What follows belongs to an exercise in optimizing a design on an open flow for small area, a short achievable clock period and few clock cycles per item; a production flow would make more cautious choices.
Function was checked by simulation only, so behaviour that the tests miss may differ from the original.

==> flow/design.v (outline; a module is shown in full before it is edited, if it fits) <==
// module rs68_decoder: 1177 lines
// module idior_fec_rx: 1256 lines
module idior_fec_rx (
  input  wire        clk,
  input  wire        rst,           
  input  wire        in_valid,
  output wire        in_ready,
  input  wire [63:0] in_data,       
  output wire        out_valid,
  input  wire        out_ready,
  output reg  [63:0] out_data,      
  output wire        out_last,
  output reg  [1:0]  out_fix_even,  
  output reg         out_bad_even,  
  output reg  [1:0]  out_fix_odd,
  output reg         out_bad_odd,
  output reg         out_crc_ok
);
  // ...
==> flow/run.sh <==
#!/bin/bash
# synth_recipe.tcl (not shown) runs the flow's synth.tcl, then flattens the netlist and writes it again
# the make line also repeats each setting of config.mk as NAME=value (left out here)
make -C /OpenROAD-flow-scripts/flow DESIGN_CONFIG=/design/flow/config.mk WORK_HOME=/design/flow/orfs CLKGATE_MAP_FILE= SYNTH_SCRIPT=/design/flow/synth_recipe.tcl finish
==> flow/config.mk <==
export PLATFORM = sky130hd
export DESIGN_NAME = idior_fec_rx
export DESIGN_NICKNAME = idior_fec_rx
export VERILOG_FILES = /design/flow/design.v
export SDC_FILE = /design/flow/constraint.sdc
export NUM_CORES = 4
export LEC_CHECK = 0
export CAP_MARGIN = 20
export CORE_MARGIN = 2
export CORE_UTILIZATION = 50
export SLEW_MARGIN = 20
==> flow/constraint.sdc <==
create_clock -name core_clock -period 12.0 [get_ports {clk}]
set_input_delay 2.4000 -clock core_clock [delete_from_list [all_inputs] [get_ports {clk}]]
set_output_delay 2.4000 -clock core_clock [all_outputs]
set_load 0.01 [all_outputs]
==> impl_metrics.json, run 1 <==
{
  "holdPathStages": 0,
  "critPathTopFamily": "compound AO/OA/AOI/OAI gates",
  "seq_area_frac_synth": 0.5265,
  "cts_inserted_buffers": 174,
  "diodes": 4,
  "use_met3": 0.06162,
  "post-route-drc-count": 0,
  "fin_util": 0.5599,
  "skew_ps": 75.39,
  "largest_class": "registers",
  "min_period_ps": 6727,
  "ctsHoldBuffers": 0,
  "crit_cells": 15,
  "drive_gt1_frac": 0.09208,
  "cp_cell_sequence": "inv_1 > ha_1 > nand3b_1 > a221o_1 > a31oi_1 > a32o_1 > buf_4 > clkinv_1 > nor2_1 > nor2_1 > a211oi_1 > nor2_1 > a311oi_1 > xnor3_2 > xor3_1",
  "synthMuxAreaShare": 0.01143,
  "r2r_slack_ps": 5270,
  "fmaxAchievable_mhz": 148.7,
  "finalHoldViolCount": 0,
  "synth_cell_types": 121,
  "ant_nets": 0,
  "clkTransAtPathRegs_ps": 60,
  "synth_area_um2": 93620,
  "timing.hold.ws_ps": 388.5,
  "ff2ff_path_depth": 15,
  "synthesis.nets": 8031,
  "htreeDepth": 4,
  "ys.warnings.count": 3,
  "setup_viol": 0,
  "status": "no timing/DRC/antenna violations",
  "fin_area_um2": 104000,
  "synth.area.top_cells": "edfxtp_1, xnor2_1, xor2_1, a22oi_1, nand2_1",
  "gp_congestion": 0.9977,
  "finalWirelength_um": 322200,
  "drv_cap": 0,
  "worst_ep_arrival_time_ps": 7240,
  "dr.pass1.iters": 6,
  "synth_common_cells": "edfxtp_1, xnor2_1, nand2_1",
  "synthSimpleGateAreaFrac": 0.09963,
  "seq_share": 0.4745
}
Testbench counts, summed over its fixed seeds: cycles 6,688, items 384.
==> module rs68_decoder, before the edit <==
module rs68_decoder (
  input  wire        clk,
  input  wire        rst,
  input  wire        load,
  input  wire [31:0] synd_e,       
  input  wire [31:0] synd_o,       
  input  wire        busy,         
  output wire        r_load,       
  output reg  [1:0]  fix_e,
  output reg         bad_e,
  output reg  [6:0]  pos1_e,
  output reg  [6:0]  pos2_e,
  output reg  [7:0]  val1_e,
  output reg  [7:0]  val2_e,
  output reg  [1:0]  fix_o,
  output reg         bad_o,
  output reg  [6:0]  pos1_o,
  output reg  [6:0]  pos2_o,
  output reg  [7:0]  val1_o,
  output reg  [7:0]  val2_o
);
  function automatic [7:0] gf_mul(input [7:0] a, input [7:0] b);
    reg [7:0] p;
    reg [7:0] aa;
    integer i;
    begin
      p  = 8'h00;
      aa = a;
      for (i = 0; i < 8; i = i + 1) begin
        if (b[i]) p = p ^ aa;
        aa = {aa[6:0], 1'b0} ^ (aa[7] ? 8'h1d : 8'h00);
      end
      gf_mul = p;
    end
  endfunction
  function automatic [7:0] gf_sq(input [7:0] a);
    begin
      gf_sq = (a[0] ? 8'h01 : 8'h00) ^
            (a[1] ? 8'h04 : 8'h00) ^
            (a[2] ? 8'h10 : 8'h00) ^
            (a[3] ? 8'h40 : 8'h00) ^
            (a[4] ? 8'h1d : 8'h00) ^
            (a[5] ? 8'h74 : 8'h00) ^
            (a[6] ? 8'hcd : 8'h00) ^
            (a[7] ? 8'h13 : 8'h00);
    end
  endfunction
  function automatic [7:0] gf_inv(input [7:0] a);
    reg [654:0] t;
    reg [7:0] y;
    begin
      t[0] = ~a[3];
      t[1] = ~a[1];
      t[2] = ~a[4];
      t[3] = a[0] | a[1];
      t[4] = t[2] & t[3];
      t[5] = a[3] | ~(a[2]);
      t[6] = t[2] & t[5];
      t[7] = t[0] & ~(t[3]);
      t[8] = t[4] | t[6];
      t[9] = a[2] | ~(a[3]);
      t[10] = a[0] & ~(a[1]);
      t[11] = ~(t[5] & t[10]);
      t[12] = ~(a[2] & a[1]);
      t[13] = a[0] | ~(a[2]);
      t[14] = t[10] | ~(a[2]);
      t[15] = t[0] & ~(t[10]);
      t[16] = t[9] & t[11];
      t[17] = ~(t[8] & t[16]);
      t[18] = a[2] | ~(a[1]);
      t[19] = a[2] | ~(a[0]);
      t[20] = a[4] & t[19];
      t[21] = t[18] & t[20];
      t[22] = ~(t[5] & t[21]);
      t[23] = ~(t[17] & t[22]);
      t[24] = a[5] | t[23];
      t[25] = a[0] | ~(a[1]);
      t[26] = a[3] & t[25];
      t[27] = ~(a[0] ^ a[1]);
      t[28] = ~(a[2] & t[27]);
      t[29] = t[0] | t[28];
      t[30] = ~(a[0] & a[1]);
      t[31] = a[3] & t[30];
      t[32] = t[9] | ~(t[30]);
      t[33] = a[3] | ~(a[1]);
      t[34] = t[2] & t[33];
      t[35] = t[32] & t[34];
      t[36] = ~(t[29] & t[35]);
      t[37] = a[2] | a[1];
      t[38] = t[0] & t[12];
      t[39] = t[0] & t[37];
      t[40] = a[1] | ~(a[2]);
      t[41] = t[18] & t[40];
      t[42] = t[0] & ~(t[41]);
      t[43] = ~(t[20] & t[42]);
      t[44] = a[5] & t[43];
      t[45] = ~(t[36] & t[44]);
      t[46] = ~(t[24] & t[45]);
      t[47] = ~(a[6] & t[46]);
      t[48] = a[3] & t[37];
      t[49] = t[2] & ~(t[48]);
      t[50] = ~(a[2] & a[0]);
      t[51] = ~(a[0] & t[37]);
      t[52] = a[0] | ~(a[3]);
      t[53] = a[2] | a[0];
      t[54] = a[2] | ~(t[30]);
      t[55] = ~(t[28] & t[54]);
      t[56] = a[3] | t[55];
      t[57] = ~(t[52] & t[56]);
      t[58] = ~(t[49] & t[57]);
      t[59] = ~(t[15] & t[18]);
      t[60] = ~(t[15] & t[41]);
      t[61] = ~(t[19] & t[48]);
      t[62] = a[4] & t[61];
      t[63] = ~(t[60] & t[62]);
      t[64] = a[3] & t[3];
      t[65] = a[3] & t[50];
      t[66] = ~(t[50] & t[64]);
      t[67] = t[2] & t[66];
      t[68] = t[0] & t[13];
      t[69] = t[10] | ~(t[68]);
      t[70] = ~(t[67] & t[69]);
      t[71] = a[2] & t[30];
      t[72] = t[5] | ~(t[30]);
      t[73] = a[1] & t[13];
      t[74] = a[3] | t[73];
      t[75] = ~(a[1] & t[72]);
      t[76] = ~(t[19] & t[75]);
      t[77] = a[3] & t[13];
      t[78] = ~(a[1] & t[77]);
      t[79] = a[4] & t[78];
      t[80] = ~(t[76] & t[79]);
      t[81] = ~(t[70] & t[80]);
      t[82] = a[5] & t[63];
      t[83] = ~(t[58] & t[82]);
      t[84] = a[5] | t[81];
      t[85] = ~(t[83] & t[84]);
      t[86] = a[6] | t[85];
      t[87] = ~(t[47] & t[86]);
      t[88] = ~(a[7] & t[87]);
      t[89] = t[41] | ~(t[65]);
      t[90] = a[3] & a[4];
      t[91] = ~(a[3] | a[2]);
      t[92] = a[3] | t[53];
      t[93] = a[4] & t[92];
      t[94] = ~(t[89] & t[93]);
      t[95] = ~(t[3] & t[13]);
      t[96] = ~(t[0] & t[95]);
      t[97] = a[1] | t[50];
      t[98] = a[3] & t[53];
      t[99] = t[97] & t[98];
      t[100] = t[2] & ~(t[99]);
      t[101] = ~(t[96] & t[100]);
      t[102] = ~(t[94] & t[101]);
      t[103] = ~(a[5] & t[102]);
      t[104] = ~(a[3] & t[27]);
      t[105] = t[9] & t[104];
      t[106] = ~(t[59] & t[105]);
      t[107] = ~(t[2] & t[106]);
      t[108] = t[9] | ~(t[3]);
      t[109] = t[19] & t[52];
      t[110] = ~(t[73] & t[109]);
      t[111] = a[4] & t[108];
      t[112] = t[110] & t[111];
      t[113] = ~(a[5] | t[112]);
      t[114] = ~(t[107] & t[113]);
      t[115] = ~(t[103] & t[114]);
      t[116] = ~(a[6] & t[115]);
      t[117] = ~(t[25] & t[38]);
      t[118] = ~(t[26] & t[40]);
      t[119] = ~(t[117] & t[118]);
      t[120] = ~(t[2] & t[119]);
      t[121] = ~(t[0] & t[3]);
      t[122] = ~(t[71] & t[121]);
      t[123] = ~(t[20] & t[122]);
      t[124] = ~(t[120] & t[123]);
      t[125] = ~(a[5] & t[124]);
      t[126] = t[2] & ~(t[26]);
      t[127] = t[1] | t[19];
      t[128] = t[0] & t[127];
      t[129] = ~(t[13] & t[128]);
      t[130] = ~(t[126] & t[129]);
      t[131] = a[4] & t[97];
      t[132] = ~(t[104] & t[131]);
      t[133] = t[130] & t[132];
      t[134] = a[5] | t[133];
      t[135] = t[125] & t[134];
      t[136] = a[6] | t[135];
      t[137] = t[116] & t[136];
      t[138] = a[7] | t[137];
      y[6] = ~(t[88] & t[138]);
      t[139] = a[3] & t[18];
      t[140] = ~(t[19] & t[139]);
      t[141] = a[4] & t[140];
      t[142] = t[0] & t[19];
      t[143] = ~(t[3] & t[142]);
      t[144] = ~(t[141] & t[143]);
      t[145] = t[1] | t[50];
      t[146] = ~(t[39] & t[145]);
      t[147] = ~(t[64] & t[127]);
      t[148] = ~(t[146] & t[147]);
      t[149] = t[2] & t[148];
      t[150] = ~(a[5] | t[149]);
      t[151] = ~(t[144] & t[150]);
      t[152] = a[4] & a[5];
      t[153] = a[4] | t[7];
      t[154] = a[5] & t[153];
      t[155] = t[48] | t[91];
      t[156] = ~(a[4] & t[155]);
      t[157] = ~(t[154] & t[156]);
      t[158] = a[6] & t[157];
      t[159] = ~(t[151] & t[158]);
      t[160] = ~(t[40] & t[98]);
      t[161] = t[0] & t[53];
      t[162] = t[33] & ~(t[161]);
      t[163] = a[4] & t[162];
      t[164] = t[8] | t[163];
      t[165] = ~(t[1] & t[13]);
      t[166] = ~(t[14] & t[25]);
      t[167] = a[3] | t[166];
      t[168] = t[52] | ~(t[18]);
      t[169] = ~(t[167] & t[168]);
      t[170] = ~(t[2] & t[169]);
      t[171] = t[0] & t[10];
      t[172] = ~(a[2] & t[171]);
      t[173] = t[9] | t[25];
      t[174] = a[4] & t[173];
      t[175] = t[29] & t[174];
      t[176] = t[29] & t[173];
      t[177] = ~(t[172] & t[175]);
      t[178] = t[170] & t[177];
      t[179] = a[5] | t[178];
      t[180] = a[5] & t[160];
      t[181] = t[164] & t[180];
      t[182] = ~(a[6] | t[181]);
      t[183] = ~(t[179] & t[182]);
      t[184] = ~(t[159] & t[183]);
      t[185] = ~(a[7] & t[184]);
      t[186] = ~(t[25] & t[142]);
      t[187] = a[4] & t[160];
      t[188] = ~(t[186] & t[187]);
      t[189] = t[48] | t[153];
      t[190] = a[5] & t[188];
      t[191] = ~(t[189] & t[190]);
      t[192] = t[1] | t[13];
      t[193] = ~(t[161] & t[192]);
      t[194] = ~(t[100] & t[193]);
      t[195] = ~(t[40] & t[128]);
      t[196] = t[13] & t[19];
      t[197] = a[1] & ~(t[196]);
      t[198] = ~(a[3] & t[197]);
      t[199] = ~(t[195] & t[198]);
      t[200] = ~(a[4] & t[199]);
      t[201] = a[4] & ~(a[3]);
      t[202] = ~(t[127] & t[201]);
      t[203] = t[194] & t[200];
      t[204] = a[5] | t[203];
      t[205] = ~(a[0] & t[39]);
      t[206] = a[3] & t[12];
      t[207] = ~(t[3] & t[206]);
      t[208] = t[2] & t[207];
      t[209] = ~(t[205] & t[208]);
      t[210] = t[91] | ~(t[121]);
      t[211] = ~(t[18] & t[210]);
      t[212] = a[3] & t[19];
      t[213] = ~(t[28] & t[212]);
      t[214] = a[4] & t[213];
      t[215] = ~(t[211] & t[214]);
      t[216] = t[209] & t[215];
      t[217] = ~(a[2] & t[3]);
      t[218] = t[30] & t[217];
      t[219] = a[3] | t[218];
      t[220] = ~(t[1] & t[212]);
      t[221] = t[2] & t[220];
      t[222] = ~(t[219] & t[221]);
      t[223] = a[4] & t[28];
      t[224] = t[171] | ~(t[223]);
      t[225] = t[222] & t[224];
      t[226] = a[5] | t[225];
      t[227] = ~(a[5] & t[216]);
      t[228] = t[226] & t[227];
      t[229] = a[6] | t[228];
      t[230] = a[6] & t[191];
      t[231] = ~(t[204] & t[230]);
      t[232] = ~(t[229] & t[231]);
      t[233] = a[7] | t[232];
      y[5] = ~(t[185] & t[233]);
      t[234] = a[3] | t[196];
      t[235] = ~(t[27] & t[77]);
      t[236] = ~(t[234] & t[235]);
      t[237] = ~(t[2] & t[236]);
      t[238] = t[41] | ~(t[31]);
      t[239] = a[4] & ~(t[7]);
      t[240] = ~(t[238] & t[239]);
      t[241] = a[5] & t[240];
      t[242] = ~(t[237] & t[241]);
      t[243] = t[5] | ~(t[3]);
      t[244] = t[0] | t[27];
      t[245] = t[2] & t[244];
      t[246] = ~(t[243] & t[245]);
      t[247] = t[1] & t[196];
      t[248] = ~(t[201] & t[247]);
      t[249] = a[4] & ~(t[168]);
      t[250] = ~(a[5] | t[249]);
      t[251] = t[248] & t[250];
      t[252] = t[246] & t[251];
      t[253] = ~(a[7] | t[252]);
      t[254] = ~(t[242] & t[253]);
      t[255] = a[5] & ~(t[98]);
      t[256] = a[3] | t[25];
      t[257] = ~(t[255] & t[256]);
      t[258] = t[93] & t[97];
      t[259] = t[152] | t[258];
      t[260] = ~(t[257] & t[259]);
      t[261] = t[40] & t[65];
      t[262] = a[5] & ~(a[4]);
      t[263] = ~(t[261] & t[262]);
      t[264] = ~(a[3] & a[5]);
      t[265] = t[13] & t[264];
      t[266] = t[2] & t[25];
      t[267] = ~(t[265] & t[266]);
      t[268] = t[263] & t[267];
      t[269] = ~(t[260] & t[268]);
      t[270] = ~(a[7] & t[269]);
      t[271] = ~(t[254] & t[270]);
      t[272] = ~(a[6] & t[271]);
      t[273] = t[72] | ~(t[3]);
      t[274] = ~(t[25] & t[48]);
      t[275] = a[4] & t[273];
      t[276] = ~(t[274] & t[275]);
      t[277] = a[0] | ~(t[38]);
      t[278] = ~(t[100] & t[277]);
      t[279] = t[276] & t[278];
      t[280] = ~(a[5] & t[279]);
      t[281] = a[2] | ~(t[10]);
      t[282] = ~(t[9] & t[27]);
      t[283] = ~(t[281] & t[282]);
      t[284] = ~(t[2] & t[283]);
      t[285] = t[33] | ~(t[50]);
      t[286] = ~(t[141] & t[285]);
      t[287] = t[284] & t[286];
      t[288] = a[5] | t[287];
      t[289] = ~(t[280] & t[288]);
      t[290] = ~(a[7] & t[289]);
      t[291] = t[41] | ~(t[68]);
      t[292] = ~(t[31] & t[40]);
      t[293] = t[2] & t[292];
      t[294] = ~(t[291] & t[293]);
      t[295] = t[41] & ~(t[52]);
      t[296] = ~(t[33] | t[50]);
      t[297] = t[295] | t[296];
      t[298] = t[2] | t[297];
      t[299] = a[5] & t[298];
      t[300] = ~(t[294] & t[299]);
      t[301] = a[4] & t[32];
      t[302] = ~(t[167] & t[301]);
      t[303] = t[0] | t[247];
      t[304] = t[33] | ~(t[53]);
      t[305] = t[2] & t[304];
      t[306] = t[303] & t[305];
      t[307] = ~(a[5] | t[306]);
      t[308] = ~(t[302] & t[307]);
      t[309] = t[300] & t[308];
      t[310] = a[7] | t[309];
      t[311] = t[290] & t[310];
      t[312] = a[6] | t[311];
      y[4] = ~(t[272] & t[312]);
      t[313] = a[2] | t[10];
      t[314] = t[26] | t[313];
      t[315] = ~(t[131] & t[314]);
      t[316] = t[27] | ~(t[38]);
      t[317] = t[2] & t[108];
      t[318] = ~(t[316] & t[317]);
      t[319] = ~(t[315] & t[318]);
      t[320] = ~(a[6] & t[319]);
      t[321] = a[2] | t[27];
      t[322] = ~(t[0] & t[321]);
      t[323] = t[322] | ~(t[28]);
      t[324] = a[3] & t[41];
      t[325] = ~(t[53] & t[324]);
      t[326] = ~(t[323] & t[325]);
      t[327] = ~(a[4] & t[326]);
      t[328] = t[0] | t[145];
      t[329] = t[2] & t[328];
      t[330] = t[117] & t[329];
      t[331] = ~(a[6] | t[330]);
      t[332] = ~(t[327] & t[331]);
      t[333] = t[320] & t[332];
      t[334] = ~(a[5] | t[333]);
      t[335] = ~(t[18] & t[28]);
      t[336] = ~(t[0] & t[335]);
      t[337] = ~(t[245] & t[336]);
      t[338] = a[2] | ~(t[27]);
      t[339] = ~(t[217] & t[338]);
      t[340] = ~(a[3] & t[339]);
      t[341] = a[4] & t[340];
      t[342] = ~(t[322] & t[341]);
      t[343] = t[72] & ~(t[324]);
      t[344] = t[2] | t[343];
      t[345] = ~(t[37] & t[77]);
      t[346] = t[2] & t[345];
      t[347] = ~(t[195] & t[346]);
      t[348] = ~(t[344] & t[347]);
      t[349] = a[6] & t[342];
      t[350] = ~(t[337] & t[349]);
      t[351] = a[6] | t[348];
      t[352] = t[350] & t[351];
      t[353] = ~(a[5] & t[352]);
      t[354] = ~(a[7] | t[334]);
      t[355] = ~(t[353] & t[354]);
      t[356] = t[0] | t[218];
      t[357] = ~(t[68] & t[313]);
      t[358] = t[2] & t[357];
      t[359] = ~(t[356] & t[358]);
      t[360] = t[48] & t[53];
      t[361] = ~(t[145] & t[360]);
      t[362] = a[4] & t[277];
      t[363] = ~(t[361] & t[362]);
      t[364] = ~(t[359] & t[363]);
      t[365] = ~(a[6] & t[364]);
      t[366] = a[3] & t[321];
      t[367] = ~(t[14] & t[366]);
      t[368] = t[117] | ~(t[281]);
      t[369] = ~(t[367] & t[368]);
      t[370] = ~(t[2] & t[369]);
      t[371] = t[93] & ~(t[98]);
      t[372] = a[4] & ~(a[1]);
      t[373] = ~(a[6] | t[372]);
      t[374] = t[373] & ~(t[371]);
      t[375] = ~(t[370] & t[374]);
      t[376] = t[365] & t[375];
      t[377] = a[5] | t[376];
      t[378] = ~(t[27] & t[212]);
      t[379] = ~(t[10] & t[91]);
      t[380] = t[2] & t[379];
      t[381] = ~(t[378] & t[380]);
      t[382] = ~(t[62] & t[205]);
      t[383] = t[55] | ~(t[90]);
      t[384] = t[145] & ~(t[161]);
      t[385] = ~(t[2] & t[384]);
      t[386] = ~(t[165] & t[201]);
      t[387] = t[385] & t[386];
      t[388] = t[383] & t[387];
      t[389] = a[6] | t[388];
      t[390] = a[6] & t[381];
      t[391] = ~(t[382] & t[390]);
      t[392] = a[5] & t[391];
      t[393] = ~(t[389] & t[392]);
      t[394] = a[7] & t[393];
      t[395] = ~(t[377] & t[394]);
      y[3] = ~(t[355] & t[395]);
      t[396] = ~(t[1] & t[98]);
      t[397] = t[2] & t[396];
      t[398] = ~(t[336] & t[397]);
      t[399] = ~(t[174] & t[304]);
      t[400] = t[398] & t[399];
      t[401] = a[5] | t[400];
      t[402] = t[98] | t[128];
      t[403] = t[217] & ~(t[201]);
      t[404] = t[402] & t[403];
      t[405] = t[255] & t[316];
      t[406] = ~(t[262] | t[405]);
      t[407] = t[404] | t[406];
      t[408] = ~(t[401] & t[407]);
      t[409] = ~(a[7] & t[408]);
      t[410] = a[2] | t[25];
      t[411] = ~(t[210] & t[410]);
      t[412] = ~(t[361] & t[411]);
      t[413] = ~(t[2] & t[412]);
      t[414] = ~(t[197] & t[201]);
      t[415] = ~(t[71] & t[90]);
      t[416] = t[0] | t[71];
      t[417] = t[414] & t[415];
      t[418] = t[417] & ~(a[5]);
      t[419] = ~(t[413] & t[418]);
      t[420] = ~(t[211] & t[244]);
      t[421] = ~(t[2] & t[420]);
      t[422] = ~(t[90] & t[338]);
      t[423] = a[5] & t[422];
      t[424] = ~(t[421] & t[423]);
      t[425] = t[419] & t[424];
      t[426] = a[7] | t[425];
      t[427] = ~(t[409] & t[426]);
      t[428] = ~(a[6] & t[427]);
      t[429] = ~(t[1] & t[161]);
      t[430] = ~(t[145] & t[161]);
      t[431] = ~(t[78] & t[430]);
      t[432] = ~(t[2] & t[431]);
      t[433] = t[18] & t[196];
      t[434] = ~(a[3] & t[433]);
      t[435] = t[239] & t[434];
      t[436] = ~(a[5] | t[435]);
      t[437] = ~(t[432] & t[436]);
      t[438] = t[41] | ~(a[0]);
      t[439] = ~(a[3] & t[438]);
      t[440] = t[195] & t[439];
      t[441] = ~(t[152] & t[440]);
      t[442] = ~(t[10] & t[262]);
      t[443] = t[441] & t[442];
      t[444] = ~(t[437] & t[443]);
      t[445] = ~(a[7] & t[444]);
      t[446] = a[3] | t[335];
      t[447] = ~(t[176] & t[446]);
      t[448] = t[262] & t[447];
      t[449] = ~(a[7] | t[448]);
      t[450] = t[2] & ~(t[42]);
      t[451] = ~(t[439] & t[450]);
      t[452] = t[9] | t[27];
      t[453] = ~(t[243] & t[452]);
      t[454] = t[2] | t[453];
      t[455] = ~(t[451] & t[454]);
      t[456] = a[5] | t[455];
      t[457] = t[27] | ~(t[212]);
      t[458] = ~(t[336] & t[457]);
      t[459] = ~(t[152] & t[458]);
      t[460] = t[456] & t[459];
      t[461] = ~(t[449] & t[460]);
      t[462] = t[445] & t[461];
      t[463] = a[6] | t[462];
      y[2] = t[428] & t[463];
      t[464] = t[27] | ~(t[77]);
      t[465] = t[60] & t[416];
      t[466] = a[4] & t[464];
      t[467] = ~(t[219] & t[466]);
      t[468] = ~(t[2] & t[465]);
      t[469] = a[6] & t[467];
      t[470] = ~(t[468] & t[469]);
      t[471] = a[4] & t[234];
      t[472] = ~(t[19] & t[324]);
      t[473] = t[471] & t[472];
      t[474] = ~(t[25] & t[77]);
      t[475] = ~(t[162] & t[474]);
      t[476] = ~(t[2] & t[475]);
      t[477] = ~(a[6] | t[473]);
      t[478] = ~(t[476] & t[477]);
      t[479] = t[470] & t[478];
      t[480] = ~(a[7] & t[479]);
      t[481] = ~(t[48] & t[192]);
      t[482] = ~(t[74] & t[481]);
      t[483] = ~(a[0] & t[324]);
      t[484] = ~(t[3] & t[139]);
      t[485] = t[357] & t[484];
      t[486] = ~(t[2] & t[482]);
      t[487] = a[4] & ~(t[15]);
      t[488] = ~(t[483] & t[487]);
      t[489] = ~(t[486] & t[488]);
      t[490] = ~(a[6] & t[489]);
      t[491] = ~(a[4] & t[485]);
      t[492] = ~(t[37] & t[109]);
      t[493] = t[2] & t[492];
      t[494] = ~(a[6] | t[493]);
      t[495] = ~(t[491] & t[494]);
      t[496] = ~(t[490] & t[495]);
      t[497] = a[7] | t[496];
      t[498] = t[480] & t[497];
      t[499] = a[5] | t[498];
      t[500] = ~(t[68] & t[321]);
      t[501] = ~(t[53] & t[206]);
      t[502] = t[500] & t[501];
      t[503] = t[2] & t[502];
      t[504] = ~(t[112] | t[503]);
      t[505] = ~(a[6] & t[504]);
      t[506] = t[109] | ~(t[372]);
      t[507] = t[121] | ~(t[145]);
      t[508] = t[2] & ~(t[324]);
      t[509] = t[507] & t[508];
      t[510] = t[506] & ~(t[509]);
      t[511] = a[6] | t[510];
      t[512] = ~(t[505] & t[511]);
      t[513] = ~(a[7] & t[512]);
      t[514] = t[261] | ~(t[273]);
      t[515] = ~(a[4] & t[514]);
      t[516] = ~(t[186] & t[397]);
      t[517] = t[515] & t[516];
      t[518] = ~(a[6] & t[517]);
      t[519] = ~(t[18] & t[50]);
      t[520] = a[3] | t[519];
      t[521] = ~(t[341] & t[520]);
      t[522] = t[48] | ~(t[50]);
      t[523] = t[2] & t[522];
      t[524] = ~(a[6] | t[523]);
      t[525] = ~(t[521] & t[524]);
      t[526] = t[518] & t[525];
      t[527] = a[7] | t[526];
      t[528] = ~(t[513] & t[527]);
      t[529] = ~(a[5] & t[528]);
      y[1] = t[499] & t[529];
      t[530] = a[2] | ~(t[15]);
      t[531] = ~(t[131] & t[530]);
      t[532] = ~(a[3] ^ t[19]);
      t[533] = ~(t[4] & t[532]);
      t[534] = t[531] & t[533];
      t[535] = a[5] | t[534];
      t[536] = ~(t[97] & t[161]);
      t[537] = ~(t[67] & t[536]);
      t[538] = ~(t[90] & t[166]);
      t[539] = ~(t[41] & t[201]);
      t[540] = a[0] | t[539];
      t[541] = a[5] & t[540];
      t[542] = t[538] & t[541];
      t[543] = ~(t[537] & t[542]);
      t[544] = ~(t[535] & t[543]);
      t[545] = ~(a[6] & t[544]);
      t[546] = ~(a[3] & t[51]);
      t[547] = t[2] & t[429];
      t[548] = ~(t[546] & t[547]);
      t[549] = a[4] & t[457];
      t[550] = ~(a[5] | t[549]);
      t[551] = ~(t[548] & t[550]);
      t[552] = t[10] | ~(t[48]);
      t[553] = t[316] & t[552];
      t[554] = ~(a[4] & t[553]);
      t[555] = ~(t[3] & t[91]);
      t[556] = t[2] & t[555];
      t[557] = ~(t[457] & t[556]);
      t[558] = a[5] & t[557];
      t[559] = ~(t[554] & t[558]);
      t[560] = t[551] & t[559];
      t[561] = a[6] | t[560];
      t[562] = ~(t[545] & t[561]);
      t[563] = ~(t[238] & t[357]);
      t[564] = ~(t[2] & t[563]);
      t[565] = ~(t[18] & t[99]);
      t[566] = a[4] & t[74];
      t[567] = ~(t[565] & t[566]);
      t[568] = a[3] | t[433];
      t[569] = ~(t[397] & t[568]);
      t[570] = t[131] & t[410];
      t[571] = t[90] | t[570];
      t[572] = ~(t[484] & t[571]);
      t[573] = ~(t[110] & t[452]);
      t[574] = t[2] & t[573];
      t[575] = ~(t[213] & t[471]);
      t[576] = ~(t[126] & t[313]);
      t[577] = t[2] | t[274];
      t[578] = a[6] & t[202];
      t[579] = t[577] & t[578];
      t[580] = ~(t[564] & t[579]);
      t[581] = ~(a[6] | t[574]);
      t[582] = ~(t[572] & t[581]);
      t[583] = t[580] & t[582];
      t[584] = ~(a[5] & t[583]);
      t[585] = t[567] & t[569];
      t[586] = ~(a[6] & t[585]);
      t[587] = ~(t[575] & t[576]);
      t[588] = a[6] | t[587];
      t[589] = t[586] & t[588];
      t[590] = a[5] | t[589];
      t[591] = a[7] & t[590];
      t[592] = ~(t[584] & t[591]);
      t[593] = a[7] | t[562];
      y[0] = t[592] & t[593];
      t[594] = ~(t[33] & t[223]);
      t[595] = ~(t[50] & t[139]);
      t[596] = t[143] & t[595];
      t[597] = ~(t[2] & t[596]);
      t[598] = ~(t[594] & t[597]);
      t[599] = ~(t[77] & t[338]);
      t[600] = ~(t[261] & t[281]);
      t[601] = t[41] | ~(t[142]);
      t[602] = ~(t[208] & t[601]);
      t[603] = a[4] & t[429];
      t[604] = t[234] & ~(t[366]);
      t[605] = ~(t[603] & t[604]);
      t[606] = t[602] & t[605];
      t[607] = ~(t[127] & t[210]);
      t[608] = ~(t[341] & t[607]);
      t[609] = ~(t[39] & t[50]);
      t[610] = ~(t[483] & t[609]);
      t[611] = ~(t[2] & t[610]);
      t[612] = ~(t[143] & t[329]);
      t[613] = ~(t[303] & t[603]);
      t[614] = t[612] & t[613];
      t[615] = a[5] | t[614];
      t[616] = ~(t[59] & t[208]);
      t[617] = a[5] & ~(t[21]);
      t[618] = t[202] & t[617];
      t[619] = ~(t[616] & t[618]);
      t[620] = t[615] & t[619];
      t[621] = t[5] & ~(t[10]);
      t[622] = t[72] & ~(t[621]);
      t[623] = a[4] | t[622];
      t[624] = ~(a[3] & t[335]);
      t[625] = ~(t[603] & t[624]);
      t[626] = ~(t[623] & t[625]);
      t[627] = ~(a[5] & t[626]);
      t[628] = ~(t[2] & t[9]);
      t[629] = t[519] | t[628];
      t[630] = ~(t[12] & t[26]);
      t[631] = ~(t[362] & t[630]);
      t[632] = t[629] & t[631];
      t[633] = a[5] | t[632];
      t[634] = t[627] & t[633];
      t[635] = a[6] | t[620];
      t[636] = a[5] | t[598];
      t[637] = a[4] & ~(t[210]);
      t[638] = ~(t[599] & t[637]);
      t[639] = t[2] & ~(t[39]);
      t[640] = ~(t[600] & t[639]);
      t[641] = a[5] & t[638];
      t[642] = ~(t[640] & t[641]);
      t[643] = a[6] & t[642];
      t[644] = ~(t[636] & t[643]);
      t[645] = t[635] & t[644];
      t[646] = ~(a[7] & t[645]);
      t[647] = a[6] | t[634];
      t[648] = t[608] & t[611];
      t[649] = a[5] | t[648];
      t[650] = ~(a[5] & t[606]);
      t[651] = a[6] & t[650];
      t[652] = ~(t[649] & t[651]);
      t[653] = ~(t[647] & t[652]);
      t[654] = a[7] | t[653];
      y[7] = ~(t[646] & t[654]);
      gf_inv = y;
    end
  endfunction
  function automatic [7:0] gf_pos(input [7:0] a);
    reg [316:0] t;
    reg [7:0] y;
    begin
      t[0] = ~a[3];
      t[1] = ~a[4];
      t[2] = ~a[6];
      t[3] = a[2] & ~(a[1]);
      t[4] = a[0] | ~(a[2]);
      t[5] = ~(a[1] | a[0]);
      t[6] = a[0] | ~(t[3]);
      t[7] = a[1] & a[0];
      t[8] = ~(a[2] | t[7]);
      t[9] = a[3] | t[8];
      t[10] = ~(t[0] & t[5]);
      t[11] = ~(t[9] & t[10]);
      t[12] = ~(t[6] & t[11]);
      t[13] = ~(a[2] | a[0]);
      t[14] = a[2] | ~(t[5]);
      t[15] = ~(a[3] & t[14]);
      t[16] = ~(a[4] | a[5]);
      t[17] = ~(a[6] | a[7]);
      t[18] = t[16] & t[17];
      t[19] = t[15] & t[18];
      y[6] = t[12] & t[19];
      t[20] = a[2] & a[3];
      t[21] = a[3] & ~(a[1]);
      t[22] = ~(t[5] & t[20]);
      t[23] = a[1] & ~(a[0]);
      t[24] = a[2] & a[0];
      t[25] = t[23] | ~(a[2]);
      t[26] = t[9] | ~(t[25]);
      t[27] = t[22] & t[26];
      t[28] = ~(t[16] & t[27]);
      t[29] = a[2] | ~(a[3]);
      t[30] = ~(a[3] & t[13]);
      t[31] = ~(a[1] & t[13]);
      t[32] = t[0] | t[31];
      t[33] = ~(a[2] | a[3]);
      t[34] = ~(t[5] & t[33]);
      t[35] = a[3] & a[4];
      t[36] = t[31] | ~(t[35]);
      t[37] = a[4] & ~(a[3]);
      t[38] = t[1] | t[34];
      t[39] = t[36] & t[38];
      t[40] = a[3] & t[24];
      t[41] = ~(t[21] & t[24]);
      t[42] = a[4] | ~(a[3]);
      t[43] = ~(a[0] & t[3]);
      t[44] = a[4] | t[41];
      t[45] = a[5] & t[44];
      t[46] = ~(a[3] | a[4]);
      t[47] = a[2] | t[5];
      t[48] = ~(t[46] & t[47]);
      t[49] = t[3] | t[48];
      t[50] = t[45] & t[49];
      t[51] = ~(t[39] & t[50]);
      t[52] = t[5] | t[7];
      t[53] = ~(t[33] & t[52]);
      t[54] = ~(t[13] & t[21]);
      t[55] = t[41] & t[54];
      t[56] = t[53] & t[55];
      t[57] = a[4] & ~(a[5]);
      t[58] = ~(t[56] & t[57]);
      t[59] = t[51] & t[58];
      t[60] = ~(t[28] & t[59]);
      t[61] = ~(t[17] & t[60]);
      t[62] = t[4] | t[42];
      t[63] = t[36] & t[62];
      t[64] = a[5] | t[63];
      t[65] = a[4] | t[34];
      t[66] = t[3] & t[37];
      t[67] = ~(a[5] & t[66]);
      t[68] = t[65] & t[67];
      t[69] = a[5] & ~(a[4]);
      t[70] = a[3] & t[69];
      t[71] = t[30] | ~(t[69]);
      t[72] = t[0] & t[16];
      t[73] = t[14] | ~(t[72]);
      t[74] = a[0] & t[21];
      t[75] = ~(t[16] & t[74]);
      t[76] = t[68] & ~(a[7]);
      t[77] = ~(t[64] & t[76]);
      t[78] = t[71] & t[75];
      t[79] = a[7] & t[78];
      t[80] = ~(t[73] & t[79]);
      t[81] = ~(t[77] & t[80]);
      t[82] = ~(a[6] & t[81]);
      t[83] = a[7] & ~(a[6]);
      t[84] = t[6] | ~(t[37]);
      t[85] = ~(a[5] & t[84]);
      t[86] = ~(a[2] & t[7]);
      t[87] = ~(t[7] & t[20]);
      t[88] = a[4] | t[87];
      t[89] = ~(t[14] & t[86]);
      t[90] = ~(t[46] & t[89]);
      t[91] = a[2] | ~(a[0]);
      t[92] = t[35] & t[91];
      t[93] = t[92] & ~(a[1]);
      t[94] = ~(a[5] | t[93]);
      t[95] = t[90] & t[94];
      t[96] = ~(t[88] & t[95]);
      t[97] = ~(t[85] & t[96]);
      t[98] = ~(t[83] & t[97]);
      t[99] = t[61] & t[98];
      y[5] = t[82] & t[99];
      t[100] = a[2] & t[52];
      t[101] = t[12] | ~(t[86]);
      t[102] = ~(t[41] & t[101]);
      t[103] = ~(t[69] & t[102]);
      t[104] = a[3] | t[43];
      t[105] = ~(t[32] & t[104]);
      t[106] = a[4] & a[5];
      t[107] = ~(t[57] | t[69]);
      t[108] = ~(t[105] & t[107]);
      t[109] = t[53] | ~(t[57]);
      t[110] = t[41] | ~(t[57]);
      t[111] = t[17] & t[110];
      t[112] = t[109] & t[111];
      t[113] = t[108] & t[112];
      t[114] = ~(t[103] & t[113]);
      t[115] = a[1] | ~(t[33]);
      t[116] = a[4] | t[115];
      t[117] = a[0] & ~(t[116]);
      t[118] = t[44] & t[84];
      t[119] = t[118] & ~(t[117]);
      t[120] = a[5] | t[119];
      t[121] = a[2] & t[23];
      t[122] = t[14] & ~(t[121]);
      t[123] = t[70] & ~(t[122]);
      t[124] = a[6] & a[7];
      t[125] = t[120] & t[124];
      t[126] = t[125] & ~(t[123]);
      t[127] = ~(a[0] & t[66]);
      t[128] = ~(a[5] & t[127]);
      t[129] = ~(a[3] ^ a[4]);
      t[130] = ~(t[89] & t[129]);
      t[131] = ~(t[6] | t[129]);
      t[132] = ~(a[5] | t[131]);
      t[133] = ~(t[130] & t[132]);
      t[134] = ~(t[128] & t[133]);
      t[135] = t[83] & t[134];
      t[136] = ~(t[126] | t[135]);
      t[137] = a[6] & ~(a[7]);
      t[138] = ~(t[37] & t[100]);
      t[139] = t[31] | t[42];
      t[140] = a[5] & t[138];
      t[141] = ~(t[139] & t[140]);
      t[142] = t[122] | ~(t[46]);
      t[143] = a[5] | ~(t[142]);
      t[144] = ~(t[6] & t[31]);
      t[145] = t[42] | ~(t[144]);
      t[146] = ~(t[36] & t[145]);
      t[147] = t[143] | t[146];
      t[148] = ~(t[141] & t[147]);
      t[149] = ~(t[137] & t[148]);
      t[150] = t[136] & t[149];
      y[4] = t[114] & t[150];
      t[151] = t[84] & t[88];
      t[152] = a[5] | t[151];
      t[153] = t[2] & t[67];
      t[154] = ~(a[3] & t[106]);
      t[155] = t[31] | t[154];
      t[156] = a[7] & t[155];
      t[157] = t[65] & t[156];
      t[158] = t[153] & t[157];
      t[159] = ~(t[152] & t[158]);
      t[160] = t[0] & t[57];
      t[161] = ~(t[144] & t[160]);
      t[162] = t[71] & t[161];
      t[163] = t[21] & ~(t[91]);
      t[164] = ~(t[16] & t[163]);
      t[165] = t[124] & t[164];
      t[166] = ~(t[162] & t[165]);
      t[167] = t[159] & t[166];
      t[168] = a[5] | ~(t[34]);
      t[169] = t[168] | ~(t[139]);
      t[170] = t[29] | t[52];
      t[171] = a[4] | t[170];
      t[172] = t[25] | ~(t[37]);
      t[173] = a[5] & t[172];
      t[174] = ~(t[171] & t[173]);
      t[175] = ~(t[169] & t[174]);
      t[176] = t[137] & t[175];
      t[177] = t[27] | ~(t[16]);
      t[178] = t[1] & t[15];
      t[179] = ~(t[14] & t[43]);
      t[180] = a[5] & t[179];
      t[181] = ~(t[178] & t[180]);
      t[182] = ~(t[105] & t[106]);
      t[183] = t[10] | ~(t[57]);
      t[184] = t[181] & t[183];
      t[185] = t[177] & t[184];
      t[186] = t[111] & t[185];
      t[187] = ~(t[182] & t[186]);
      t[188] = ~(t[110] & t[176]);
      t[189] = t[167] & t[187];
      y[3] = t[188] & t[189];
      t[190] = ~(t[54] & t[101]);
      t[191] = ~(t[69] & t[190]);
      t[192] = ~(t[37] & t[180]);
      t[193] = t[5] & ~(t[33]);
      t[194] = t[57] & ~(t[20]);
      t[195] = ~(t[193] & t[194]);
      t[196] = t[109] & t[195];
      t[197] = t[192] & t[196];
      t[198] = ~(t[191] & t[197]);
      t[199] = ~(t[17] & t[198]);
      t[200] = t[88] & ~(t[128]);
      t[201] = ~(t[65] & t[200]);
      t[202] = t[137] & t[201];
      t[203] = ~(t[169] & t[202]);
      t[204] = ~(t[35] & t[121]);
      t[205] = t[116] & t[204];
      t[206] = a[5] | t[205];
      t[207] = ~(t[23] & t[70]);
      t[208] = a[6] & t[207];
      t[209] = t[75] & t[208];
      t[210] = ~(t[206] & t[209]);
      t[211] = t[2] & t[84];
      t[212] = t[69] & ~(t[115]);
      t[213] = ~(t[106] & t[163]);
      t[214] = t[57] & ~(t[87]);
      t[215] = ~(t[72] & t[89]);
      t[216] = t[213] & ~(t[214]);
      t[217] = t[216] & ~(t[212]);
      t[218] = t[211] & t[215];
      t[219] = ~(t[217] & t[218]);
      t[220] = a[7] & t[219];
      t[221] = ~(t[210] & t[220]);
      t[222] = t[203] & t[221];
      y[2] = ~(t[199] & t[222]);
      t[223] = t[14] & ~(t[24]);
      t[224] = t[223] | ~(t[178]);
      t[225] = ~(t[39] & t[224]);
      t[226] = ~(a[5] & t[225]);
      t[227] = t[47] | ~(t[72]);
      t[228] = t[183] & t[227];
      t[229] = ~(t[226] & t[228]);
      t[230] = ~(t[17] & t[229]);
      t[231] = ~(t[139] & t[200]);
      t[232] = a[4] & t[40];
      t[233] = ~(t[46] & t[121]);
      t[234] = ~(a[5] | t[232]);
      t[235] = t[145] & t[234];
      t[236] = ~(t[233] & t[235]);
      t[237] = t[137] & t[236];
      t[238] = ~(t[231] & t[237]);
      t[239] = ~(t[2] & t[57]);
      t[240] = t[55] | t[239];
      t[241] = a[3] | t[6];
      t[242] = a[5] & ~(t[84]);
      t[243] = ~(t[22] & t[86]);
      t[244] = ~(t[16] & t[243]);
      t[245] = t[52] | t[154];
      t[246] = t[3] | t[245];
      t[247] = ~(t[244] & t[246]);
      t[248] = t[242] | t[247];
      t[249] = ~(t[83] & t[248]);
      t[250] = t[240] & t[249];
      t[251] = ~(t[70] & t[121]);
      t[252] = ~(t[120] & t[251]);
      t[253] = ~(t[124] & t[252]);
      t[254] = t[250] & t[253];
      t[255] = t[238] & t[254];
      y[1] = ~(t[230] & t[255]);
      t[256] = ~(t[56] & t[241]);
      t[257] = ~(t[57] & t[256]);
      t[258] = ~(t[7] | t[13]);
      t[259] = ~(t[72] & t[258]);
      t[260] = t[43] | ~(t[69]);
      t[261] = t[259] & t[260];
      t[262] = ~(t[257] & t[261]);
      t[263] = ~(t[17] & t[262]);
      t[264] = t[153] & t[213];
      t[265] = a[5] | ~(t[232]);
      t[266] = t[264] & t[265];
      t[267] = ~(t[152] & t[266]);
      t[268] = t[44] & t[204];
      t[269] = a[5] | t[268];
      t[270] = ~(t[208] & t[269]);
      t[271] = a[7] & t[270];
      t[272] = ~(t[267] & t[271]);
      t[273] = t[34] & ~(t[40]);
      t[274] = t[1] | t[273];
      t[275] = ~(t[62] & t[274]);
      t[276] = t[143] | t[275];
      t[277] = t[171] & ~(t[85]);
      t[278] = ~(t[116] & t[277]);
      t[279] = t[137] & t[278];
      t[280] = ~(t[276] & t[279]);
      t[281] = t[272] & t[280];
      y[0] = ~(t[263] & t[281]);
      t[282] = ~(t[12] & t[55]);
      t[283] = ~(t[69] & t[282]);
      t[284] = a[3] | t[89];
      t[285] = t[22] & t[30];
      t[286] = ~(t[284] & t[285]);
      t[287] = ~(t[16] & t[286]);
      t[288] = t[155] & t[192];
      t[289] = t[257] & t[288];
      t[290] = t[287] & t[289];
      t[291] = ~(t[283] & t[290]);
      t[292] = ~(t[17] & t[291]);
      t[293] = t[276] | ~(t[32]);
      t[294] = ~(t[87] & t[170]);
      t[295] = ~(t[1] & t[294]);
      t[296] = t[116] & t[173];
      t[297] = ~(t[295] & t[296]);
      t[298] = t[137] & t[297];
      t[299] = ~(t[293] & t[298]);
      t[300] = t[153] & t[215];
      t[301] = t[40] | t[193];
      t[302] = ~(t[57] & t[301]);
      t[303] = t[246] & t[302];
      t[304] = a[3] & t[16];
      t[305] = t[100] & t[304];
      t[306] = ~(t[212] | t[305]);
      t[307] = t[303] & t[306];
      t[308] = ~(t[300] & t[307]);
      t[309] = ~(t[8] & t[46]);
      t[310] = t[204] & t[309];
      t[311] = a[5] | t[310];
      t[312] = t[162] & t[209];
      t[313] = ~(t[311] & t[312]);
      t[314] = a[7] & t[308];
      t[315] = ~(t[313] & t[314]);
      t[316] = t[299] & t[315];
      y[7] = ~(t[292] & t[316]);
      gf_pos = y;
    end
  endfunction
  function automatic [7:0] gf_qsolve(input [7:0] c);
    begin
      gf_qsolve = (c[0] ? 8'hd6 : 8'h00) ^
                (c[1] ? 8'he8 : 8'h00) ^
                (c[2] ? 8'hea : 8'h00) ^
                (c[3] ? 8'h2c : 8'h00) ^
                (c[4] ? 8'hee : 8'h00) ^
                (c[5] ? 8'h00 : 8'h00) ^
                (c[6] ? 8'h24 : 8'h00) ^
                (c[7] ? 8'h50 : 8'h00);
    end
  endfunction
  function automatic gf_tr(input [7:0] c);
    begin
      gf_tr = ^(c & 8'h20);
    end
  endfunction
  reg v1, o1, v2, o2, v3, load_d;
  assign r_load = v2 && o2 && v3 && !busy;
  wire   hold2  = v2 && o2 && !r_load;
  always @(posedge clk) begin
    if (rst) begin
      load_d <= 1'b0;
      v1 <= 1'b0; o1 <= 1'b0;
      v2 <= 1'b0; o2 <= 1'b0;
      v3 <= 1'b0;
    end else begin
      load_d <= load;
      v1 <= load || load_d;
      o1 <= load_d;
      if (!hold2) begin
        v2 <= v1;
        o2 <= o1;
      end
      if (v2 && !o2)
        v3 <= 1'b1;
      else if (r_load)
        v3 <= 1'b0;
    end
  end
  wire [31:0] synd = load_d ? synd_o : synd_e;
  wire [7:0] s0 = synd[7:0];
  wire [7:0] s1 = synd[15:8];
  wire [7:0] s2 = synd[23:16];
  wire [7:0] s3 = synd[31:24];
  reg [7:0] a_s0, a_s1, a_det, a_num1, a_num2;
  reg       a_szero;
  always @(posedge clk) begin
    a_s0    <= s0;
    a_s1    <= s1;
    a_det   <= gf_mul(s0, s2) ^ gf_sq(s1);
    a_num1  <= gf_mul(s1, s2) ^ gf_mul(s0, s3);
    a_num2  <= gf_mul(s1, s3) ^ gf_sq(s2);
    a_szero <= (synd == 32'd0);
  end
  wire       a_det0 = (a_det == 8'h00);
  wire [7:0] a_ia   = gf_inv(a_det0 ? a_s0 : a_det);
  wire [7:0] a_b    = a_det0 ? a_s1 : a_num1;
  wire [7:0] a_inn  = gf_inv(a_num1);
  wire [7:0] a_c    = gf_mul(gf_mul(a_num2, a_det), gf_sq(a_inn));
  reg [7:0] c_sig, c_z1, c_q, c_s0;
  reg       c_tr, c_det0, c_szero, c_n1z, c_s0z;
  always @(posedge clk) begin
    if (!hold2) begin
      c_sig   <= gf_mul(a_b, a_ia);
      c_z1    <= gf_qsolve(a_c);
      c_tr    <= gf_tr(a_c);
      c_q     <= gf_mul(gf_mul(a_s1, a_det), a_inn);
      c_s0    <= a_s0;
      c_det0  <= a_det0;
      c_szero <= a_szero;
      c_n1z   <= (a_num1 == 8'h00);
      c_s0z   <= (a_s0 == 8'h00);
    end
  end
  wire [7:0] x1  = c_det0 ? c_sig : gf_mul(c_sig, c_z1);
  wire [7:0] x2  = x1 ^ c_sig;
  wire [7:0] y1  = c_det0 ? c_s0 : (c_q ^ gf_mul(c_s0, c_z1 ^ 8'h01));
  wire [7:0] y2  = y1 ^ c_s0;
  wire [7:0] p1  = gf_pos(x1);
  wire [7:0] p2  = gf_pos(x2);
  wire one_ok = c_det0 && !c_szero && !c_s0z && c_n1z && p1[7];
  wire two_ok = !c_det0 && !c_tr && p1[7] && p2[7];
  reg [1:0] r_fix;
  reg       r_bad;
  reg [7:0] r_v1, r_v2;
  always @(*) begin
    if (c_szero) begin
      r_fix = 2'd0; r_bad = 1'b0; r_v1 = 8'h00; r_v2 = 8'h00;
    end else if (one_ok) begin
      r_fix = 2'd1; r_bad = 1'b0; r_v1 = y1;    r_v2 = 8'h00;
    end else if (two_ok) begin
      r_fix = 2'd2; r_bad = 1'b0; r_v1 = y1;    r_v2 = y2;
    end else begin
      r_fix = 2'd0; r_bad = 1'b1; r_v1 = 8'h00; r_v2 = 8'h00;
    end
  end
  reg [1:0] d_fix;
  reg       d_bad;
  reg [6:0] d_p1, d_p2;
  reg [7:0] d_v1, d_v2;
  always @(posedge clk) begin
    if (v2 && !o2) begin
      d_fix <= r_fix;
      d_bad <= r_bad;
      d_p1  <= p1[6:0];
      d_p2  <= p2[6:0];
      d_v1  <= r_v1;
      d_v2  <= r_v2;
    end
  end
  always @(posedge clk) begin
    if (r_load) begin
      fix_e  <= d_fix;
      bad_e  <= d_bad;
      pos1_e <= d_p1;
      pos2_e <= d_p2;
      val1_e <= d_v1;
      val2_e <= d_v2;
      fix_o  <= r_fix;
      bad_o  <= r_bad;
      pos1_o <= p1[6:0];
      pos2_o <= p2[6:0];
      val1_o <= r_v1;
      val2_o <= r_v2;
    end
  end
endmodule
==> run 2: changes to the inputs <==
--- a/flow/design.v
+++ b/flow/design.v
@@ -2110,28 +2110,38 @@
     end
   endfunction
-  reg v1, o1, v2, o2, v3, load_d;
-  assign r_load = v2 && o2 && v3 && !busy;
-  wire   hold2  = v2 && o2 && !r_load;
+  reg l1, l2, v1, o1, v2, o2, v3, o3, v4, o4, v5;
+  assign r_load = v4 && o4 && v5 && !busy;
+  wire   hold4  = v4 && o4 && !r_load;
   always @(posedge clk) begin
     if (rst) begin
-      load_d <= 1'b0;
+      l1 <= 1'b0; l2 <= 1'b0;
       v1 <= 1'b0; o1 <= 1'b0;
       v2 <= 1'b0; o2 <= 1'b0;
-      v3 <= 1'b0;
+      v3 <= 1'b0; o3 <= 1'b0;
+      v4 <= 1'b0; o4 <= 1'b0;
+      v5 <= 1'b0;
     end else begin
-      load_d <= load;
-      v1 <= load || load_d;
-      o1 <= load_d;
-      if (!hold2) begin
-        v2 <= v1;
-        o2 <= o1;
+      l1 <= load;
+      l2 <= l1;
+      v1 <= l1 || l2;
+      o1 <= l2;
+      v2 <= v1;
+      o2 <= o1;
+      v3 <= v2;
+      o3 <= o2;
+      if (!hold4) begin
+        v4 <= v3;
+        o4 <= o3;
       end
-      if (v2 && !o2)
-        v3 <= 1'b1;
+      if (v4 && !o4)
+        v5 <= 1'b1;
       else if (r_load)
-        v3 <= 1'b0;
+        v5 <= 1'b0;
     end
   end
-  wire [31:0] synd = load_d ? synd_o : synd_e;
+  reg [31:0] so_h;
+  always @(posedge clk)
+    so_h <= synd_o;
+  wire [31:0] synd = l1 ? synd_e : so_h;
   wire [7:0] s0 = synd[7:0];
   wire [7:0] s1 = synd[15:8];
@@ -2149,67 +2159,89 @@
   end
   wire       a_det0 = (a_det == 8'h00);
-  wire [7:0] a_ia   = gf_inv(a_det0 ? a_s0 : a_det);
-  wire [7:0] a_b    = a_det0 ? a_s1 : a_num1;
-  wire [7:0] a_inn  = gf_inv(a_num1);
-  wire [7:0] a_c    = gf_mul(gf_mul(a_num2, a_det), gf_sq(a_inn));
+  reg [7:0] b_ia, b_b, b_inn, b_t, b_u, b_s0;
+  reg       b_det0, b_szero, b_n1z, b_s0z;
+  always @(posedge clk) begin
+    b_ia    <= gf_inv(a_det0 ? a_s0 : a_det);
+    b_b     <= a_det0 ? a_s1 : a_num1;
+    b_inn   <= gf_inv(a_num1);
+    b_t     <= gf_mul(a_num2, a_det);
+    b_u     <= gf_mul(a_s1, a_det);
+    b_s0    <= a_s0;
+    b_det0  <= a_det0;
+    b_szero <= a_szero;
+    b_n1z   <= (a_num1 == 8'h00);
+    b_s0z   <= (a_s0 == 8'h00);
+  end
+  wire [7:0] b_c = gf_mul(b_t, gf_sq(b_inn));
   reg [7:0] c_sig, c_z1, c_q, c_s0;
   reg       c_tr, c_det0, c_szero, c_n1z, c_s0z;
   always @(posedge clk) begin
-    if (!hold2) begin
-      c_sig   <= gf_mul(a_b, a_ia);
-      c_z1    <= gf_qsolve(a_c);
-      c_tr    <= gf_tr(a_c);
-      c_q     <= gf_mul(gf_mul(a_s1, a_det), a_inn);
-      c_s0    <= a_s0;
-      c_det0  <= a_det0;
-      c_szero <= a_szero;
-      c_n1z   <= (a_num1 == 8'h00);
-      c_s0z   <= (a_s0 == 8'h00);
+    c_sig   <= gf_mul(b_b, b_ia);
+    c_z1    <= gf_qsolve(b_c);
+    c_tr    <= gf_tr(b_c);
+    c_q     <= gf_mul(b_u, b_inn);
+    c_s0    <= b_s0;
+    c_det0  <= b_det0;
+    c_szero <= b_szero;
+    c_n1z   <= b_n1z;
+    c_s0z   <= b_s0z;
+  end
+  reg [7:0] d_x1, d_sig, d_y1, d_s0;
+  reg       d_tr, d_det0, d_szero, d_n1z, d_s0z;
+  always @(posedge clk) begin
+    if (!hold4) begin
+      d_x1    <= c_det0 ? c_sig : gf_mul(c_sig, c_z1);
+      d_sig   <= c_sig;
+      d_y1    <= c_det0 ? c_s0 : (c_q ^ gf_mul(c_s0, c_z1 ^ 8'h01));
+      d_s0    <= c_s0;
+      d_tr    <= c_tr;
+      d_det0  <= c_det0;
+      d_szero <= c_szero;
+      d_n1z   <= c_n1z;
+      d_s0z   <= c_s0z;
     end
   end
-  wire [7:0] x1  = c_det0 ? c_sig : gf_mul(c_sig, c_z1);
-  wire [7:0] x2  = x1 ^ c_sig;
-  wire [7:0] y1  = c_det0 ? c_s0 : (c_q ^ gf_mul(c_s0, c_z1 ^ 8'h01));
-  wire [7:0] y2  = y1 ^ c_s0;
-  wire [7:0] p1  = gf_pos(x1);
+  wire [7:0] x2  = d_x1 ^ d_sig;
+  wire [7:0] y2  = d_y1 ^ d_s0;
+  wire [7:0] p1  = gf_pos(d_x1);
   wire [7:0] p2  = gf_pos(x2);
-  wire one_ok = c_det0 && !c_szero && !c_s0z && c_n1z && p1[7];
-  wire two_ok = !c_det0 && !c_tr && p1[7] && p2[7];
+  wire one_ok = d_det0 && !d_szero && !d_s0z && d_n1z && p1[7];
+  wire two_ok = !d_det0 && !d_tr && p1[7] && p2[7];
   reg [1:0] r_fix;
   reg       r_bad;
   reg [7:0] r_v1, r_v2;
   always @(*) begin
-    if (c_szero) begin
+    if (d_szero) begin
       r_fix = 2'd0; r_bad = 1'b0; r_v1 = 8'h00; r_v2 = 8'h00;
     end else if (one_ok) begin
-      r_fix = 2'd1; r_bad = 1'b0; r_v1 = y1;    r_v2 = 8'h00;
+      r_fix = 2'd1; r_bad = 1'b0; r_v1 = d_y1;  r_v2 = 8'h00;
     end else if (two_ok) begin
-      r_fix = 2'd2; r_bad = 1'b0; r_v1 = y1;    r_v2 = y2;
+      r_fix = 2'd2; r_bad = 1'b0; r_v1 = d_y1;  r_v2 = y2;
     end else begin
       r_fix = 2'd0; r_bad = 1'b1; r_v1 = 8'h00; r_v2 = 8'h00;
     end
   end
-  reg [1:0] d_fix;
-  reg       d_bad;
-  reg [6:0] d_p1, d_p2;
-  reg [7:0] d_v1, d_v2;
+  reg [1:0] e_fix;
+  reg       e_bad;
+  reg [6:0] e_p1, e_p2;
+  reg [7:0] e_v1, e_v2;
   always @(posedge clk) begin
-    if (v2 && !o2) begin
-      d_fix <= r_fix;
-      d_bad <= r_bad;
-      d_p1  <= p1[6:0];
-      d_p2  <= p2[6:0];
-      d_v1  <= r_v1;
-      d_v2  <= r_v2;
+    if (v4 && !o4) begin
+      e_fix <= r_fix;
+      e_bad <= r_bad;
+      e_p1  <= p1[6:0];
+      e_p2  <= p2[6:0];
+      e_v1  <= r_v1;
+      e_v2  <= r_v2;
     end
   end
   always @(posedge clk) begin
     if (r_load) begin
-      fix_e  <= d_fix;
-      bad_e  <= d_bad;
-      pos1_e <= d_p1;
-      pos2_e <= d_p2;
-      val1_e <= d_v1;
-      val2_e <= d_v2;
+      fix_e  <= e_fix;
+      bad_e  <= e_bad;
+      pos1_e <= e_p1;
+      pos2_e <= e_p2;
+      val1_e <= e_v1;
+      val2_e <= e_v2;
       fix_o  <= r_fix;
       bad_o  <= r_bad;
@@ -3282,9 +3314,11 @@
     end
   endfunction
-  localparam integer NSLOT = 19;
+  localparam integer NSLOT = 22;
+  localparam [31:0] CRC_RESIDUE = 32'hdebb20e3;
   reg  [4:0]  in_cnt;       
   reg         in_rdy;
   reg  [4:0]  cnt;          
   reg         full;         
+  reg         nempty;       
   reg  [NSLOT-1:0] wsel;    
   reg  [NSLOT-1:0] rsel;    
@@ -3298,16 +3332,19 @@
   reg  [3:0]  ok;           
   reg         rv;           
+  reg         lastp;        
+  reg         cv;           
   wire        r_load;       
   reg         pf_v;         
   reg  [63:0] pf;
   wire out_adv = !ov || out_ready;
-  wire mv      = out_adv && rv && pf_v;              
-  wire rd_en   = (cnt != 5'd0) && (!pf_v || mv);     
+  wire mv      = out_adv && rv && pf_v && !lastp;    
+  wire rd_en   = nempty && (!pf_v || mv);            
+  wire up   = wr_en && !rd_en;
+  wire down = rd_en && !wr_en;
   wire [4:0] cnt_p1 = cnt + 5'd1;
   wire [4:0] cnt_m1 = cnt - 5'd1;
-  wire [4:0] cnt_n  = (wr_en && !rd_en) ? cnt_p1 :
-                      (rd_en && !wr_en) ? cnt_m1 : cnt;
-  wire       full_n = (wr_en && !rd_en) ? (cnt == NSLOT - 1) :
-                      (rd_en && !wr_en) ? 1'b0 : full;
+  wire [4:0] cnt_n  = up ? cnt_p1 : down ? cnt_m1 : cnt;
+  wire       full_n = up ? (cnt == NSLOT - 1) : down ? 1'b0 : full;
+  wire       nemp_n = up ? 1'b1 : down ? (cnt != 5'd1) : nempty;
   assign out_valid = ov;
   assign out_last  = olast;
@@ -3318,4 +3355,5 @@
       cnt      <= 5'd0;
       full     <= 1'b0;
+      nempty   <= 1'b0;
       wsel     <= {{(NSLOT-1){1'b0}}, 1'b1};
       rsel     <= {{(NSLOT-1){1'b0}}, 1'b1};
@@ -3325,4 +3363,6 @@
       ok       <= 4'd0;
       rv       <= 1'b0;
+      lastp    <= 1'b0;
+      cv       <= 1'b0;
     end else begin
       if (in_fire)
@@ -3331,4 +3371,5 @@
       cnt    <= cnt_n;
       full   <= full_n;
+      nempty <= nemp_n;
       if (wr_en)
         wsel <= {wsel[NSLOT-2:0], wsel[NSLOT-1]};
@@ -3339,8 +3380,14 @@
       else if (mv)
         pf_v  <= 1'b0;
+      cv <= mv;
       if (mv) begin
-        ov    <= 1'b1;
-        olast <= (ok == 4'd15);
+        ov    <= (ok != 4'd15);
+        olast <= 1'b0;
+        lastp <= (ok == 4'd15);
         ok    <= ok + 4'd1;
+      end else if (lastp) begin
+        ov    <= 1'b1;
+        olast <= 1'b1;
+        lastp <= 1'b0;
       end else if (out_adv) begin
         ov    <= 1'b0;
@@ -3397,5 +3444,5 @@
   wire       e_bad, o_bad;
   rs68_decoder u_dec (
-    .clk(clk), .rst(rst), .load(launch), .synd_e(se_n), .synd_o(so_acc),
+    .clk(clk), .rst(rst), .load(launch), .synd_e(se_acc), .synd_o(so_acc),
     .busy(rv), .r_load(r_load),
     .fix_e(e_fix), .bad_e(e_bad), .pos1_e(e_p1), .pos2_e(e_p2),
@@ -3456,11 +3503,15 @@
     end
   endfunction
-  reg [31:0] crc;           
-  wire [31:0] crc_n = crc32_beat(crc, cdata);
+  reg  [31:0] crc;
+  wire [31:0] crc_n = crc32_beat(crc, out_data);
   always @(posedge clk) begin
     if (rst)
       crc <= 32'hffffffff;
-    else if (mv)
-      crc <= (ok == 4'd15) ? 32'hffffffff : crc_n;
+    else if (cv)
+      crc <= lastp ? 32'hffffffff : crc_n;
+  end
+  always @(posedge clk) begin
+    if (lastp)
+      out_crc_ok <= (crc_n == CRC_RESIDUE);
   end
   always @(posedge clk) begin
@@ -3468,5 +3519,4 @@
       out_data <= cdata;
       if (ok == 4'd15) begin
-        out_crc_ok   <= (crc_n == 32'hdebb20e3);
         out_fix_even <= e_fix;
         out_bad_even <= e_bad;
==> run 2 against run 1 <==
First-iteration DRC count up 3.5%; critical endpoint is now cnt[4]; final cell count grew 5.1%; hold slack got worse by 65 ps; register-to-register slack better by 1900 ps; sequential share of layout area up 4.3 points; maximum frequency up 14%; flip-flop and latch count is 327 higher; global-route usage shrank 0.33 points; via count up 4.5%.
==> impl_metrics.json, run 2 <==
{
  "final_common_cell": "edfxtp_1",
  "drv_cap": 0,
  "gp_congestion": 0.9554,
  "ys.warnings.count": 3,
  "hp-class": "reg2reg",
  "dpl_worst_slack_ps": 5150,
  "cpMaxStageDelayCell": "inv_1",
  "drt_iter0_drc": 9613,
  "period_share": 0.4901,
  "grt_overflow": 0,
  "synth_cell_types": 87,
  "synth_common_cells": "edfxtp_1, xnor2_1, nand2_1",
  "fp.coreArea_um2": 199500,
  "vias": 69840,
  "synth-seq-cells": 2014,
  "status": "no timing/DRC/antenna violations",
  "synthCells": 8267,
  "async_flop_share": 0,
  "setup_viol": 0,
  "synth_top_area_share": 0.5222,
  "fin_setup_tns_ps": 0,
  "finalWirelength_um": 339300,
  "avgSynthCellArea_um2": 12.12,
  "cpPeakStageDelay_ps": 780,
  "worst_ep_arrival_time_ps": 6570,
  "wire_per_inst_um": 30.55,
  "io_pins": 142,
  "drv_slew": 0,
  "worst_slew_pin_slew_ps": 1198,
  "slew_headroom": 0.2016,
  "cp-end-kind": "register",
  "cts_buffer_depth": 3,
  "die-width_um": 451.7,
  "worstSkewPairLatency_ps": 890,
  "finalHoldViolCount": 0,
  "cts_resized": 0,
  "largest_register_ffs": 1408,
  "num-fill-cells": 16580,
  "dpl.hpwl_um": 210600,
  "die_area_um2": 204000,
  "synth_most_common_cell": "edfxtp_1",
  "cts_setup_buffers": 0,
  "synth-edff-count": 1743,
  "synth_area_um2": 100200,
  "cp_common_cell": "nand2_1",
  "grt_pass1_wl_um": 483300,
  "grt_max_degree": 102,
  "clkTransAtPathRegs_ps": 60,
  "root_buffer": "clkbuf_16",
  "ctsHoldBuffers": 0,
  "drive_gt1_frac": 0.09018,
  "viasPerCell": 6.289,
  "synth_ff_type": "edfxtp_1",
  "synthesis.nets": 8393,
  "yosys.area.top_type": "edfxtp_1",
  "path_class": "in2reg",
  "rows": 164,
  "post-route-drc-count": 0,
  "crit_fanout": 70,
  "required_ps": 12690,
  "nNetsFinal": 8391,
  "antenna_found_initial": 28,
  "start_util": 0.5025,
  "ant_nets": 0,
  "fmaxAchievable_mhz": 170.0,
  "cts_tree": "yes",
  "top_regs": "slot (1408), out_data (64), pf (64)",
  "setup_slack_ps": 6119,
  "seq_area_frac_synth": 0.5764,
  "largest_register": "slot",
  "die_y_um": 451.7,
  "first_global_vias": 66500,
  "rsz0062_at_grt": "false",
  "mostFrequentLayoutCells": "edfxtp_1, xnor2_1, nand2_1",
  "min_period_ps": 5881,
  "start_kind": "primary input",
  "dr.pass1.iters": 6,
  "cts_inserted_buffers": 205,
  "area_growth_pct": 11.46,
  "fin_area_um2": 111700,
  "cp_cell_sequence": "clkdlybuf4s50_1 > nand2_1 > inv_2 > buf_4 > nand2_1 > inv_1 > ha_1 > nand2b_1 > nor3_1 > a41oi_1 > or3_1 > a21oi_1",
  "htreeDepth": 4,
  "track_usage": 0.3253,
  "synth.area.top_cells": "edfxtp_1, xnor2_1, dfxtp_1, a22oi_1, xor2_1",
  "r2r_slack_ps": 7130,
  "place_area_um2": 104900,
  "skew_ps": 95.94,
  "cts_sinks": 2014,
  "port_buffers": 141
}
## run 2: per-stage QoR
stage	util	cells	hold slack, ps
floorplan	-	8267	309.6
global route	0.5600	11100	330.4
detailed placement	0.5259	10710	313.2
CTS	0.5600	11090	324.2
finish	0.5601	11110	323.4
global placement	0.5259	10710	311.5
## run 2: logic make-up (layout without fill, tap and decap cells)
kind of cell | Yosys count | in the layout | synth area share
XOR/XNOR | 1857 | 1857 | 0.1791
multiplexers | 91 | 91 | 0.01161
AND/OR/NAND/NOR | 1958 | 1958 | 0.08643
AO/OA/AOI/OAI | 1605 | 1605 | 0.1128
other | 0 | 10 | 0
flip-flops | 2014 | 2014 | 0.5764
adder cells (fa/ha/maj) | 58 | 58 | 0.007241
buffers and inverters | 684 | 856 | 0.02639
## run 2: worst paths after layout
path | start | end | cells past startpoint
worst max register to register | u_dec.a_det[5] | u_dec.b_ia[5] | 12
worst min-delay path | u_dec.b_s0[2] | u_dec.c_s0[2] | 0
worst max-delay path | in_valid | cnt[4] | 12
worst min register to register | u_dec.b_s0[2] | u_dec.c_s0[2] | 0
## run 2: layer usage
metal | part of all wire | track usage
met2 | 0.46 | 0.5157
met4 | 0.031 | 0.09537
met1 | 0.40 | 0.4553
met3 | 0.11 | 0.06304
met5 | 0.00030 | 0
## run 2: worst max-delay path: cells and delay by family
family          cells  cell delay (ps)
simple gates        5             1290
fa+ha+maj           1              440
compound gates      2              240
buf+inv             4             2160
## run 2: final cells by class
| class | count | area, µm² | area share |
|---|---|---|---|
| Clock buffer | 250 | 5329 | 0.04770 |
| Clock inverter | 131 | 1456 | 0.01304 |
| Multi-Input combinational cell | 5569 | 40150 | 0.3594 |
| Tap cell | 2656 | 3323 | 0.02975 |
| Inverter | 96 | 362.8 | 0.003248 |
| Antenna cell | 10 | 25.02 | 0.0002240 |
| Sequential cell | 2014 | 57850 | 0.5179 |
| Timing Repair Buffer | 379 | 3209 | 0.02873 |
Testbench counts of run 2, summed over its fixed seeds: cycles 6,720, items 384.

[separate check: timing with driven ports]
The results above use ideal ports. As a check the final layouts listed here were re-extracted and re-timed, cells and wires unchanged. Step 1 sets driving cells, clkbuf_16 on the clock port and buf_2 on the other inputs (assumed; they add their load-dependent delay and slew). Step 2 times the ports against the registers' clock, not the clock port: input delays grow and output delays shrink by t, the midpoint of the rising clock arrivals with the driver on. Slacks: no drivers / after step 1 / after step 2; pairs: no drivers / after step 1.
run	t, ns	slack for setup (ns)	latest minus earliest clock arrival (ns)
run 1	0.902	5.273 / 5.273 / 4.659	0.085 / 0.085
run 2	0.942	6.119 / 6.186 / 5.244	0.097 / 0.097
After both steps setup and hold are still met in every run listed. The setup slack of run 2, which loses most, moves by +0.067 ns with the drivers and by -0.875 ns with both steps.
